This is an optimization exercise on Yosys and OpenROAD, whose aim is small area, a short achievable clock period and few clock cycles per item, not a production implementation. In this exercise RTL edits were held to simulation tests only and were not proved equivalent to the original.

lane 1:
==> flow/design.v (excerpt) <==
module sha256_engine (
    input  wire         clk,
    input  wire         rst,         
    input  wire         in_valid,
    output wire         in_ready,
    input  wire [31:0]  in_data,
    input  wire         in_init,     
    input  wire         in_sha224,   
    output reg          out_valid,
    output wire [255:0] out_digest
);
Size in the first run: roughly 300 I/O pins, ~54000 sq um of cells after synthesis.
export LEC_CHECK = 0
export ABC_AREA = 1
export CAP_MARGIN = 20
export CORE_MARGIN = 2
export CORE_UTILIZATION = 55
export PLACE_DENSITY = 0.75
export SLEW_MARGIN = 20
create_clock -name core_clock -period 10.0 [get_ports {clk}]
standard.sh (not shown) runs the stock make flow with config.mk's settings and CLKGATE_MAP_FILE= SYNTH_SCRIPT=/design/flow/synth_recipe.tcl, a recipe that flattens the netlist after the stock synthesis.
==> flow/flow/run.sh <==
#!/bin/bash
# The standard layout (the standard.sh, unchanged synthesis), with
# placement, CTS and repair options:
#  - every port still gets its own buffer, but as the smallest buffer cell;
#  - the clock tree is built without dummy loads, in clusters of at most 24;
#  - timing repair aims for 4.2 ns paths (a setup margin of 5.8 ns at the
#    10 ns clock).
set -euo pipefail
export BUFFER_PORTS_ARGS="-buffer_cell sky130_fd_sc_hd__buf_1"
export CTS_ARGS="-sink_clustering_enable -repair_clock_nets -sink_clustering_size 24 -sink_clustering_max_diameter 80 -dont_use_dummy_load"
export SETUP_SLACK_MARGIN=5.8
bash standard.sh > standard.log 2>&1
Testbench counts of lane 1, summed over its fixed seeds: cycles 92,352, blocks 1,440.
The following lists how lane 2 was set up differently from lane 1:
Settings: swapping 55 for 40 in CORE_UTILIZATION; swapping 0.75 for 0.6 in PLACE_DENSITY.
diff --git a/flow/flow/run.sh b/flow/flow/run.sh
--- a/flow/flow/run.sh
+++ b/flow/flow/run.sh
@@ -6 +6 @@
-#  - timing repair aims for 4.2 ns paths (a setup margin of 5.8 ns at the
+#  - timing repair aims for 3.8 ns paths (a setup margin of 6.2 ns at the
@@ -11 +11 @@
-export SETUP_SLACK_MARGIN=5.8
+export SETUP_SLACK_MARGIN=6.2
==> summary.txt <==
- In lane 2, the layout overhead on the synthesized area came out 7.5 points above the value in lane 1.
- [lane 2] count of clock-buffer cells in the layout rose 9 relative to lane 1
- Against lane 1, wire length of the first global-routing pass in lane 2 came out worse.
- Number of fill cells in the layout is lower on lane 1
- Lane 2 vs. lane 1: standard-cell row count climbed 20; required time of the worst setup path climbed 0.02 ns; smallest hold slack dropped 0.016 ns.
- Lane 2: maximum frequency from static timing analysis about 1% above lane 1
Relative to lane 2, the following input files were edited for lane 3:
diff --git a/flow/flow/run.sh b/flow/flow/run.sh
--- a/flow/flow/run.sh
+++ b/flow/flow/run.sh
@@ -6 +6 @@
-#  - timing repair aims for 3.8 ns paths (a setup margin of 6.2 ns at the
+#  - timing repair aims for 4.2 ns paths (a setup margin of 5.8 ns at the
@@ -11 +11 @@
-export SETUP_SLACK_MARGIN=6.2
+export SETUP_SLACK_MARGIN=5.8
Notes after the runs:
- Lane 3 ran to completion and came out clean on the timing, DRC and antenna checks.
- Post-CTS setup repair buffer count (higher): lane 2
- Going from lane 2 to lane 3, via-per-instance ratio went down by 0.96%; last weighted congestion value of the routability-driven placer went down by 2.5%; time the final worst path needs with I/O delays and setup went down by 0.011 ns.
- Higher worst endpoint required time goes to lane 3 over lane 2.
- Of lane 3 and lane 2, it is lane 3 that has the higher global-route usage over all layers.
- The share of the cycle needed by the critical path after routing on lane 2 is in line with that on lane 3.

========
Another version of the RTL of sha256_engine (not shown whole).
For scale: ~5200 cells after synthesis, about 1100 flip-flops, about 300 I/O pins.
Design sha256_engine, start of the top module:
module sha256_engine (
    input  wire         clk,
    input  wire         rst,         
    input  wire         in_valid,
    output wire         in_ready,
    input  wire [31:0]  in_data,
    input  wire         in_init,     
    input  wire         in_sha224,   
    output reg          out_valid,
    output wire [255:0] out_digest
);
    localparam [255:0] IV256 = {32'h6a09e667, 32'hbb67ae85, 32'h3c6ef372, 32'ha54ff53a,
                                32'h510e527f, 32'h9b05688c, 32'h1f83d9ab, 32'h5be0cd19};
    localparam [255:0] IV224 = {32'hc1059ed8, 32'h367cd507, 32'h3070dd17, 32'hf70e5939,
                                32'hffc00b31, 32'h68581511, 32'h64f98fa7, 32'hbefa4fa4};
    reg        run;         
    reg [5:0]  t;           
    reg [3:0]  cnt;         
    reg        ibv;         
    reg [31:0] ib;
    reg        pinit, p224;    
    reg        cinit, c224;    
    reg        last;           
    reg  [1:0] lya, lye;       
    reg        fin;            
    reg [31:0] ra0, ra1, ra2, ra3, re0, re1, re2, re3;
    reg [31:0] a, b, c, d, e, f, g;
    reg [31:0] p;               
    reg [31:0] w [0:15];        
    integer i;
    wire hi    = (t[5:4] == 2'b11);
    wire xfer  = ibv & hi & (t[3:0] == cnt);
    reg  start;      
    reg  ld_alt;     
    reg  gnorm, gey, g256, g224;    
    reg  ivld;       
  ...
clock: 10.0 ns
lec_check: 0
cap_margin: 20
core_margin: 2
core_utilization: 40
cts_cluster_diameter: 80
cts_cluster_size: 24
place_density: 0.6
setup_slack_margin: 5
slew_margin: 20
run.sh (not shown) runs the stock make flow with config.mk's settings and CLKGATE_MAP_FILE= SYNTH_SCRIPT=/design/flow/synth_recipe.tcl, a recipe that flattens the netlist after the stock synthesis.
Stock flow here: none of the scripts above is used.
Testbench counts at the start, summed over its fixed seeds: cycles 92,352, blocks 1,440.
Next try:
==> flow/flow/run.sh (new file) <==
#!/bin/bash
# The standard layout (the standard.sh, unchanged synthesis), with two
# placement/CTS options: every port still gets its own buffer, but as the
# smallest buffer cell, and the clock tree is built without dummy loads.
set -euo pipefail
export BUFFER_PORTS_ARGS="-buffer_cell sky130_fd_sc_hd__buf_1"
export CTS_ARGS="-sink_clustering_enable -repair_clock_nets -sink_clustering_size 24 -sink_clustering_max_diameter 80 -dont_use_dummy_load"
bash standard.sh > standard.log 2>&1
==> flow/standard.sh (new file) <==
#!/bin/bash
# synth_recipe.tcl (not shown) runs the flow's synth.tcl, then flattens the netlist and writes it again
# the make line also repeats each setting of config.mk as NAME=value (left out here)
make -C /OpenROAD-flow-scripts/flow DESIGN_CONFIG=/design/flow/config.mk WORK_HOME=/design/flow/orfs CLKGATE_MAP_FILE= SYNTH_SCRIPT=/design/flow/synth_recipe.tcl "${@:-finish}"
--- a/flow/config.mk
+++ b/flow/config.mk
@@ -9,6 +9,4 @@
 export CORE_MARGIN = 2
 export CORE_UTILIZATION = 40
-export CTS_CLUSTER_DIAMETER = 80
-export CTS_CLUSTER_SIZE = 24
 export PLACE_DENSITY = 0.6
 export SETUP_SLACK_MARGIN = 5
removed: flow/run.sh
Effect: The changed run went through all stages and came out clean; worst setup slack gets worse by 37 ps; global-route usage fell by 0.93 points; sequential cell count stays the same; wire length fell by 2.8%.
Next try:
==> flow/flow/run.sh (replaced) <==
#!/bin/bash
# The standard layout (the standard.sh, unchanged synthesis), with
# placement, CTS and repair options:
#  - every port still gets its own buffer, but as the smallest buffer cell;
#  - the clock tree is built without dummy loads, in clusters of at most 24;
#  - timing repair aims for 4.2 ns paths (a setup margin of 5.8 ns at the
#    10 ns clock).
set -euo pipefail
export BUFFER_PORTS_ARGS="-buffer_cell sky130_fd_sc_hd__buf_1"
export CTS_ARGS="-sink_clustering_enable -repair_clock_nets -sink_clustering_size 24 -sink_clustering_max_diameter 80 -dont_use_dummy_load"
export SETUP_SLACK_MARGIN=5.8
bash standard.sh > standard.log 2>&1
--- a/flow/config.mk
+++ b/flow/config.mk
@@ -6,8 +6,8 @@
 export NUM_CORES = 4
 export LEC_CHECK = 0
+export ABC_AREA = 1
 export CAP_MARGIN = 20
 export CORE_MARGIN = 2
 export CORE_UTILIZATION = 40
 export PLACE_DENSITY = 0.6
-export SETUP_SLACK_MARGIN = 5
 export SLEW_MARGIN = 20
=>
- register-to-register slack improved by 660 ps
- clock-buffer cell count increases by 4
- area after synthesis increases by 3.7%
- final area increases by 9.0%
- non-clock buffer count increases by 61
- wire length increases by 23%
- hold slack got worse by 13 ps
- sequential share of layout area decreases by 3.2 points

-- port drivers added, routing unchanged --
How much do the figures lean on ideal ports? The routed layouts below were timed once more, with nothing changed but the port constraints.
Step 1 sets driving cells, clkbuf_16 on the clock port and buf_2 on the other inputs (assumed; they add their load-dependent delay and slew).
Step 2 also shifts input and output timing later by t, the mid clock arrival at the registers, as if the neighbouring blocks saw the same clock.
Slacks: no drivers / after step 1 / after step 2; pairs: no drivers / after step 1.
run | shift t [ns] | setup slack, ns | hold WS [ns]
lane 1 | 0.737 | 5.729 / 5.729 / 5.729 | 0.292 / 0.292 / 0.292
lane 2 | 0.754 | 5.773 / 5.773 / 5.773 | 0.276 / 0.276 / 0.276
lane 3 | 0.741 | 5.784 / 5.784 / 5.784 | 0.280 / 0.280 / 0.280
the first run of note 2 | 0.764 | 5.040 / 5.040 / 5.040 | 0.292 / 0.292 / 0.292
the second run of note 2 | 0.691 | 5.002 / 5.002 / 5.002 | 0.318 / 0.318 / 0.318
the third run of note 2 | 0.737 | 5.667 / 5.667 / 5.667 | 0.305 / 0.305 / 0.305
After both steps every run listed still meets setup and hold.
